Source: an optimization exercise on an open RTL-to-GDS flow (aim: small area, a short achievable clock period and few clock cycles). Production flows keep margins and buffers that such runs may drop. RTL that was checked went through simulation tests only; none was proved equivalent to the original. No activity file was given, so power comes from the tool's default toggle rates.

Setup of before:
## canopy_fec_tx
module canopy_fec_tx (
    input  wire        clk,
    input  wire        rst,         
    input  wire        start,
    input  wire [30:0] seed,
    input  wire        in_valid,
    output wire        in_ready,
    input  wire [9:0]  in_sym,
    output reg         out_valid,
    input  wire        out_ready,
    output reg  [13:0] out_trits,
    output reg         out_first    
);
Size: about 1300 cells after synthesis, ~270 flip-flops, about 63 I/O pins.
export LEC_CHECK = 0
export ABC_CLOCK_PERIOD_IN_PS = 4000
export CAP_MARGIN = 20
export CORE_MARGIN = 2
export CORE_UTILIZATION = 55
export CTS_BUF_LIST = sky130_fd_sc_hd__clkbuf_8
export CTS_CLUSTER_DIAMETER = 50
export CTS_CLUSTER_SIZE = 14
export SLEW_MARGIN = 20
create_clock -name core_clock -period 13.0 [get_ports {clk}]
standard.sh (not shown) runs the stock make flow with config.mk's settings and CLKGATE_MAP_FILE= SYNTH_SCRIPT=/design/flow/synth_recipe.tcl, a recipe that flattens the netlist after the stock synthesis.
==> flow/flow/run.sh <==
#!/bin/bash
# Own layout flow: the standard synthesis and layout, with
# - the timing repair asked to keep a setup margin, so that paths end up
#   well below the 13 ns clock period the layout is constrained and signed
#   off at;
# - the port buffers made of the smallest buffer (timing repair resizes the
#   ones on critical paths);
# - clock tree synthesis without dummy load cells.
set -euo pipefail
bash standard.sh synth > synth.log 2>&1
bash standard.sh finish SETUP_SLACK_MARGIN=9.3 \
    "BUFFER_PORTS_ARGS=-buffer_cell sky130_fd_sc_hd__buf_1" \
    "CTS_ARGS=-sink_clustering_enable -repair_clock_nets -buf_list sky130_fd_sc_hd__clkbuf_8 -sink_clustering_size 14 -sink_clustering_max_diameter 50 -dont_use_dummy_load" \
    > layout.log 2>&1
before finished end to end and its layout was clean on timing, DRC and antenna.
Testbench counts of before, summed over its fixed seeds: cycles 52,368.
Input changes introduced in after (baseline for comparison: before):
--- a/flow/design.v
+++ b/flow/design.v
@@ -601,31 +601,30 @@
             c[5] = p[4] & c[4];
             c[6] = p[5] & p[4] & c[4];
             for (k = 0; k < 7; k = k + 1)
                 to_trits[2*k +: 2] = c[k] ? {u[2*k], ~u[2*k+1] & ~u[2*k]} : u[2*k +: 2];
         end
     endfunction
     reg        in_ready_r;
     reg  [9:0] sym_q;           
     reg        v_q;
     reg  [9:0] ccnt;            
     reg        flush;           
+    reg        sof;             
     reg  [3:0] cwi;             
     reg        fpend;           
     reg  [9:0] par [0:15];
     reg [30:0] scr;
     reg [19:0] gw;              
     reg        emp, hi;
     reg  [3:0] ph;              
-    reg [10:0] e_q;             
-    reg        e_v, e_first;
     assign in_ready = in_ready_r;
     wire clr       = rst | start;
     wire acc       = in_valid & in_ready_r;    
     wire room      = emp | ~hi;            
     wire hold      = v_q & ~room;
     wire push_d    = v_q & room;
     wire par_phase = (ccnt[9:4] == 6'b100001) & ~v_q;
     wire push_p    = par_phase & (flush | room);
     wire push_w    = push_d | (push_p & ~flush);
     wire wrap      = push_p & (ccnt[3:0] == 4'hf);
     wire [9:0]   fb     = v_q ? (sym_q ^ par[15]) : 10'd0;
@@ -633,24 +632,23 @@
     wire [159:0] prod   = rs_prod(fb);
     reg  [9:0] key;
     integer b;
     always @(*)
         for (b = 0; b < 10; b = b + 1)
             key[9-b] = scr[30-b] ^ scr[27-b];
     wire [9:0] s = cw_sym ^ key;
     wire [19:0] win = room ? {gw[9:0], s} : gw;
     wire [10:0] grp = win[ph +: 11];
     wire        have = push_w ? ~emp : hi;   
     wire adv_out = ~out_valid | out_ready;
-    wire adv_e   = ~e_v | adv_out;
-    wire pop     = adv_e & have;
+    wire pop     = adv_out & have;
     wire borrow  = (ph == 4'd0);
     wire hi_next = pop ? (push_w & hi & ~borrow) : (push_w ? ~emp : hi);
     wire emp_next = pop ? (borrow & ~(push_w & hi)) : (emp & ~push_w);
     wire [9:0] ccnt_b     = wrap ? 10'd0 : ccnt + {9'd0, push_p};
     wire [9:0] ccnt_b1    = ccnt_b + 10'd1;
     wire       lt0        = (ccnt_b < 10'd528);
     wire       lt1        = (ccnt_b < 10'd527);
     wire       last0      = (ccnt_b == 10'd543);
     wire       flush_next = flush & ~wrap;
     wire       room_np    = push_w ? emp : room;    
     wire       r00 = (lt0 & (~hold | room_np)) | (last0 & (flush_next | room_np));
@@ -671,52 +669,51 @@
         if (start)
             scr <= seed;
         else if (push_w)
             scr <= {scr[20:0], key};
     end
     always @(posedge clk) begin
         if (clr) begin
             in_ready_r <= 1'b0;
             v_q        <= 1'b0;
             ccnt       <= 10'd528;
             flush      <= 1'b1;
+            sof        <= 1'b1;
             cwi        <= 4'd0;
             fpend      <= 1'b0;
             emp        <= 1'b1;
             hi         <= 1'b0;
             ph         <= 4'd9;
         end else begin
             in_ready_r <= ready_next;
             v_q        <= acc | hold;
             ccnt       <= acc ? ccnt_b1 : ccnt_b;
             flush      <= flush_next;
+            if (push_d)
+                sof <= 1'b0;
+            else if (wrap)
+                sof <= 1'b1;
             if (wrap & ~flush)
                 cwi <= (cwi == 4'd10) ? 4'd0 : cwi + 4'd1;
-            if (push_d & (ccnt == 10'd1) & (cwi == 4'd0))
+            if (push_d & sof & (cwi == 4'd0))
                 fpend <= 1'b1;
             else if (pop)
                 fpend <= 1'b0;
             emp        <= emp_next;
             hi         <= hi_next;
             if (pop)
                 ph <= (ph == 4'd0) ? 4'd9 : ph - 4'd1;
         end
     end
-    wire [13:0] trits = to_trits(e_q);
+    wire [13:0] trits = to_trits(grp);
     always @(posedge clk) begin
         if (clr) begin
-            e_v       <= 1'b0;
             out_valid <= 1'b0;
         end else begin
-            if (adv_e) begin
-                e_v     <= have;
-                e_q     <= grp;
-                e_first <= fpend;
-            end
             if (adv_out) begin
-                out_valid <= e_v;
+                out_valid <= have;
                 out_trits <= trits;
-                out_first <= e_first;
+                out_first <= fpend;
             end
         end
     end
 endmodule
after has completed all stages; timing, DRC and antenna checks passed. Going from before to after, number of instances in the placed design +47; met2 wirelength from detailed routing +about 20%; total number of vias +about 12%; final critical-path share of the clock period +10 points; static leakage +0.19 nW. after vs. before: met2 track demand over resource moved up, fmax now smaller, height of the die now smaller. When after is set beside before, its combinational power turns out to be about 10% smaller. Of before and after, the run reporting the lower synthesized flop and latch total was after. Min area of the die across before and after: after. Wire length: after higher than before. [after vs before] worst hold slack: higher in after.
Only the layout flow was run in after; the RTL was not checked for function there.

==> afterwards: timing with drivers on the ports <==
How much do the figures lean on ideal ports? The routed layouts below were timed once more, with nothing changed but the port constraints.
Step 1 (the two cells are an assumption about what drives the block):
set clk [get_ports {clk}]
set_driving_cell -lib_cell sky130_fd_sc_hd__clkbuf_16 $clk
set_driving_cell -lib_cell sky130_fd_sc_hd__buf_2 [delete_from_list [all_inputs] $clk]
Step 2, shift: input delay + t, output delay - t, t = (earliest + latest rising clock arrival at the registers) / 2. This alone moves slack from input paths to output paths.
Slacks: no drivers / after step 1 / after step 2; pairs: no drivers / after step 1.
| run | t (ns) | setup slack, ns | worst setup path after step 2 | slew at the worst register clock pin (ns) |
|---|---|---|---|---|
| before | 0.559 | 9.321 / 9.273 / 8.810 | input to register | 0.09 / 0.09 |
| after | 0.627 | 8.007 / 8.007 / 8.007 | register to register | 0.09 / 0.09 |
After both steps setup and hold are still met in every run listed. For before, which loses most, drivers alone change the setup slack by -0.048 ns; drivers and shift together by -0.511 ns.
